What follows belongs to an exercise in optimizing a design on an open flow for small area, a short achievable clock period and few clock cycles per item; a production flow would make more cautious choices.
Only simulation tests tie the RTL to the original design; equivalence was not proved.
Power is estimated from default activity; no workload was simulated.

## bch_dec
module bch_dec (
    input  wire        clk,
    input  wire        rst,
    input  wire        in_valid,
    output wire        in_ready,
    input  wire [63:0] in_data,
    output reg         out_valid,
    output wire        out_fail,       
    output wire [1:0]  out_nerr,       
    output wire [10:0] out_pos0,       
    output wire [10:0] out_pos1,
    output wire [10:0] out_pos2
);
Size: ~3900 cells after synthesis, roughly 440 flip-flops, about 0.035 sq mm of cells after synthesis.
export LEC_CHECK = 0
export CAP_MARGIN = 20
export CORE_MARGIN = 2
export CORE_UTILIZATION = 40
export SLEW_MARGIN = 20
create_clock -name core_clock -period 10.0 [get_ports {clk}]
run.sh (not shown) runs the stock make flow with config.mk's settings and CLKGATE_MAP_FILE= SYNTH_SCRIPT=/design/flow/synth_recipe.tcl, a recipe that flattens the netlist after the stock synthesis.
The starting point passed the timing, design-rule and antenna checks.
Testbench counts at the start, summed over its fixed seeds: cycles 9,952, rows 480.
Rerun with:
Settings changed: ABC_AREA from default to 1.
Wire length climbs by about 18%. Core utilization came out lower by 0.62 points. Worst hold slack got worse by 0.023 ns. Via count increases by about 26%. Final cell count is higher by 35%. Cell area goes up by 7.4%. Synthesized area came out higher by 7.9%.


## run A
bch_dec, a different RTL version from the one above (not shown whole).
Size: ~4000 cells after synthesis, ~0.035 sq mm of cells after synthesis.
==> flow/design.v (excerpt) <==
module bch_dec (
    input  wire        clk,
    input  wire        rst,
    input  wire        in_valid,
    output wire        in_ready,
    input  wire [63:0] in_data,
    output reg         out_valid,
    output wire        out_fail,       
    output wire [1:0]  out_nerr,       
    output wire [10:0] out_pos0,       
    output wire [10:0] out_pos1,
    output wire [10:0] out_pos2
);
==> flow/config.mk <==
export PLATFORM = sky130hd
export DESIGN_NAME = bch_dec
export DESIGN_NICKNAME = bch_dec
export VERILOG_FILES = /design/flow/design.v
export SDC_FILE = /design/flow/constraint.sdc
export NUM_CORES = 4
export LEC_CHECK = 0
export CAP_MARGIN = 20
export CORE_MARGIN = 2
export CORE_UTILIZATION = 40
export SLEW_MARGIN = 70
==> flow/constraint.sdc <==
create_clock -name core_clock -period 10.0 [get_ports {clk}]
set_input_delay 2.0000 -clock core_clock [delete_from_list [all_inputs] [get_ports {clk}]]
set_output_delay 2.0000 -clock core_clock [all_outputs]
set_load 0.01 [all_outputs]
Looking at the reports, run A completed the entire flow and the layout it produced met the timing, design-rule and antenna checks.
Testbench counts of run A, summed over its fixed seeds: cycles 9,976, rows 480.
Input-level comparison between run B and run A:
- SLEW_MARGIN now 20, was 70
### Flow results
Pre-CTS worst setup slack delta (run B − run A): favourable. On non-clock buffer count, the higher figure sits with run A, not run B. Run B: global-route usage over all layers is 0.43 points lower than what run A reported.


Another version of the RTL of bch_dec (not shown whole).
For scale: about 380 flip-flops, roughly 110 I/O pins, roughly 0.033 mm^2 of cells after synthesis.
clock: 10.0 ns
lec_check: 0
cap_margin: 20
core_margin: 2
core_utilization: 60
cts_buf_list: sky130_fd_sc_hd__clkbuf_8
slew_margin: 20
Testbench counts at the start, summed over its fixed seeds: cycles 9,976, rows 480.
Next try:
CORE_UTILIZATION = 55   (was 60)
CTS_BUF_LIST = not set   (was sky130_fd_sc_hd__clkbuf_8)
Result: Cell count rises slightly. Total power rises by a few percent. Worst hold slack stays flat. Count of clock-buffer cells in the layout falls by 22. Routed wire length falls slightly. Synthesized area does not change. Critical path depth does not change. Core utilization falls by 5.2 points. Non-clock buffer count rises by 6. First-iteration DRC count falls by roughly a tenth.
Next try:
CORE_UTILIZATION = 60   (was 55)
After rerunning: The new run produced a clean layout; maximum frequency came out lower by 1.1%; utilization went up by 5.4 points; synthesized cell count does not change; wire length came out higher by 0.81%.
Next try:
CTS_BUF_LIST = sky130_fd_sc_hd__clkbuf_4 sky130_fd_sc_hd__clkbuf_8   (was not set)
Final area hardly moves.
Total power falls by about 0.5%.
Hold slack barely changes.
Final cell count rises by 0.96%.
Routed wire length rises by about 0.75%.
Setup slack improves by 0.013 ns.


bch_dec, a different RTL version from the one above (not shown whole).
For scale: ~4,000 cells after synthesis, about 440 flip-flops, about 110 I/O pins.
==> flow/design.v (excerpt) <==
module bch_dec (
    input  wire        clk,
    input  wire        rst,
    input  wire        in_valid,
    output wire        in_ready,
    input  wire [63:0] in_data,
    output reg         out_valid,
    output wire        out_fail,       
    output wire [1:0]  out_nerr,       
    output wire [10:0] out_pos0,       
    output wire [10:0] out_pos1,
    output wire [10:0] out_pos2
);
    function [10:0] gf_mul(input [10:0] a, input [10:0] b);
        integer i;
        begin
            gf_mul = 11'd0;
            for (i = 10; i >= 0; i = i - 1) begin
                gf_mul = {gf_mul[9:0], 1'b0} ^ (gf_mul[10] ? 11'h005 : 11'h000);
                if (b[i]) gf_mul = gf_mul ^ a;
            end
        end
    endfunction
    function tr(input [10:0] x);    
        tr = x[0] ^ x[9];
    endfunction
    function [10:0] f_sq1(input [10:0] x);
        begin
            f_sq1[0] = x[0] ^ x[10];
            f_sq1[1] = x[6];
            f_sq1[2] = x[1] ^ x[10];
            f_sq1[3] = x[6] ^ x[7];
            f_sq1[4] = x[2];
            f_sq1[5] = x[7] ^ x[8];
            f_sq1[6] = x[3];
            f_sq1[7] = x[8] ^ x[9];
            f_sq1[8] = x[4];
            f_sq1[9] = x[9] ^ x[10];
            f_sq1[10] = x[5];
        end
    endfunction
    function [10:0] f_sq2(input [10:0] x);
        begin
            f_sq2[0] = x[0] ^ x[5] ^ x[10];
            f_sq2[1] = x[3];
            f_sq2[2] = x[5] ^ x[6];
            f_sq2[3] = x[3] ^ x[8] ^ x[9];
            f_sq2[4] = x[1] ^ x[10];
            f_sq2[5] = x[4] ^ x[8] ^ x[9];
            f_sq2[6] = x[6] ^ x[7];
            f_sq2[7] = x[4] ^ x[9] ^ x[10];
            f_sq2[8] = x[2];
            f_sq2[9] = x[5] ^ x[9] ^ x[10];
            f_sq2[10] = x[7] ^ x[8];
        end
    endfunction
    function [10:0] f_sq3(input [10:0] x);
        begin
            f_sq3[0] = x[0] ^ x[5] ^ x[7] ^ x[8] ^ x[10];
            f_sq3[1] = x[6] ^ x[7];
            f_sq3[2] = x[3] ^ x[7] ^ x[8];
            f_sq3[3] = x[4] ^ x[6] ^ x[7] ^ x[9] ^ x[10];
            f_sq3[4] = x[5] ^ x[6];
            f_sq3[5] = x[2] ^ x[4] ^ x[9] ^ x[10];
            f_sq3[6] = x[3] ^ x[8] ^ x[9];
            f_sq3[7] = x[2] ^ x[5] ^ x[9] ^ x[10];
  ...
Settings: LEC_CHECK=0, CAP_MARGIN=20, CORE_MARGIN=2, CORE_UTILIZATION=60, CTS_BUF_LIST=sky130_fd_sc_hd__clkbuf_8, SLEW_MARGIN=20; clock period 10.0 ns.
Testbench counts at the start, summed over its fixed seeds: cycles 9,992, rows 480.
==> next run, changes <==
--- a/flow/config.mk
+++ b/flow/config.mk
@@ -10,3 +10,2 @@
 export CORE_UTILIZATION = 60
-export CTS_BUF_LIST = sky130_fd_sc_hd__clkbuf_8
 export SLEW_MARGIN = 20
Result: Clock-buffer cell count came out lower by 35; synthesized cell count does not change; wire length went down slightly; first-iteration DRC count goes up by a few percent; setup slack gains 0.059 ns.

==> port drivers added, routing unchanged <==
Ports are ideal in the flow. The routed layouts listed here were re-timed in OpenROAD. Step 1 sets driving cells, clkbuf_16 on the clock port and buf_2 on the other inputs (assumed; they add their load-dependent delay and slew). Step 2 also shifts input and output timing later by t, the mid clock arrival at the registers, as if the neighbouring blocks saw the same clock. Three values: ideal ports, drivers, drivers and shift; two values: the first two.
run | t, ns | setup WS [ns] | worst setup path after step 2
the first run of note 1 | 0.682 | 4.277 / 4.277 / 4.277 | register to register
the second run of note 1 | 0.683 | 4.214 / 4.214 / 4.214 | register to register
run A | 0.674 | 4.402 / 4.402 / 4.402 | register to register
run B | 0.668 | 5.239 / 5.239 / 5.199 | input to register
the first run of note 3 | 0.732 | 5.307 / 5.307 / 5.307 | register to register
the second run of note 3 | 0.647 | 5.331 / 5.331 / 5.331 | register to register
the third run of note 3 | 0.627 | 5.281 / 5.281 / 5.281 | register to register
the fourth run of note 3 | 0.735 | 5.294 / 5.294 / 5.294 | register to register
the first run of note 4 | 0.722 | 5.680 / 5.680 / 5.680 | register to register
the second run of note 4 | 0.646 | 5.738 / 5.738 / 5.738 | register to register
After both steps every run listed still meets setup and hold. For run B, which loses most, drivers alone change the setup slack by 0.000 ns; drivers and shift together by -0.040 ns.
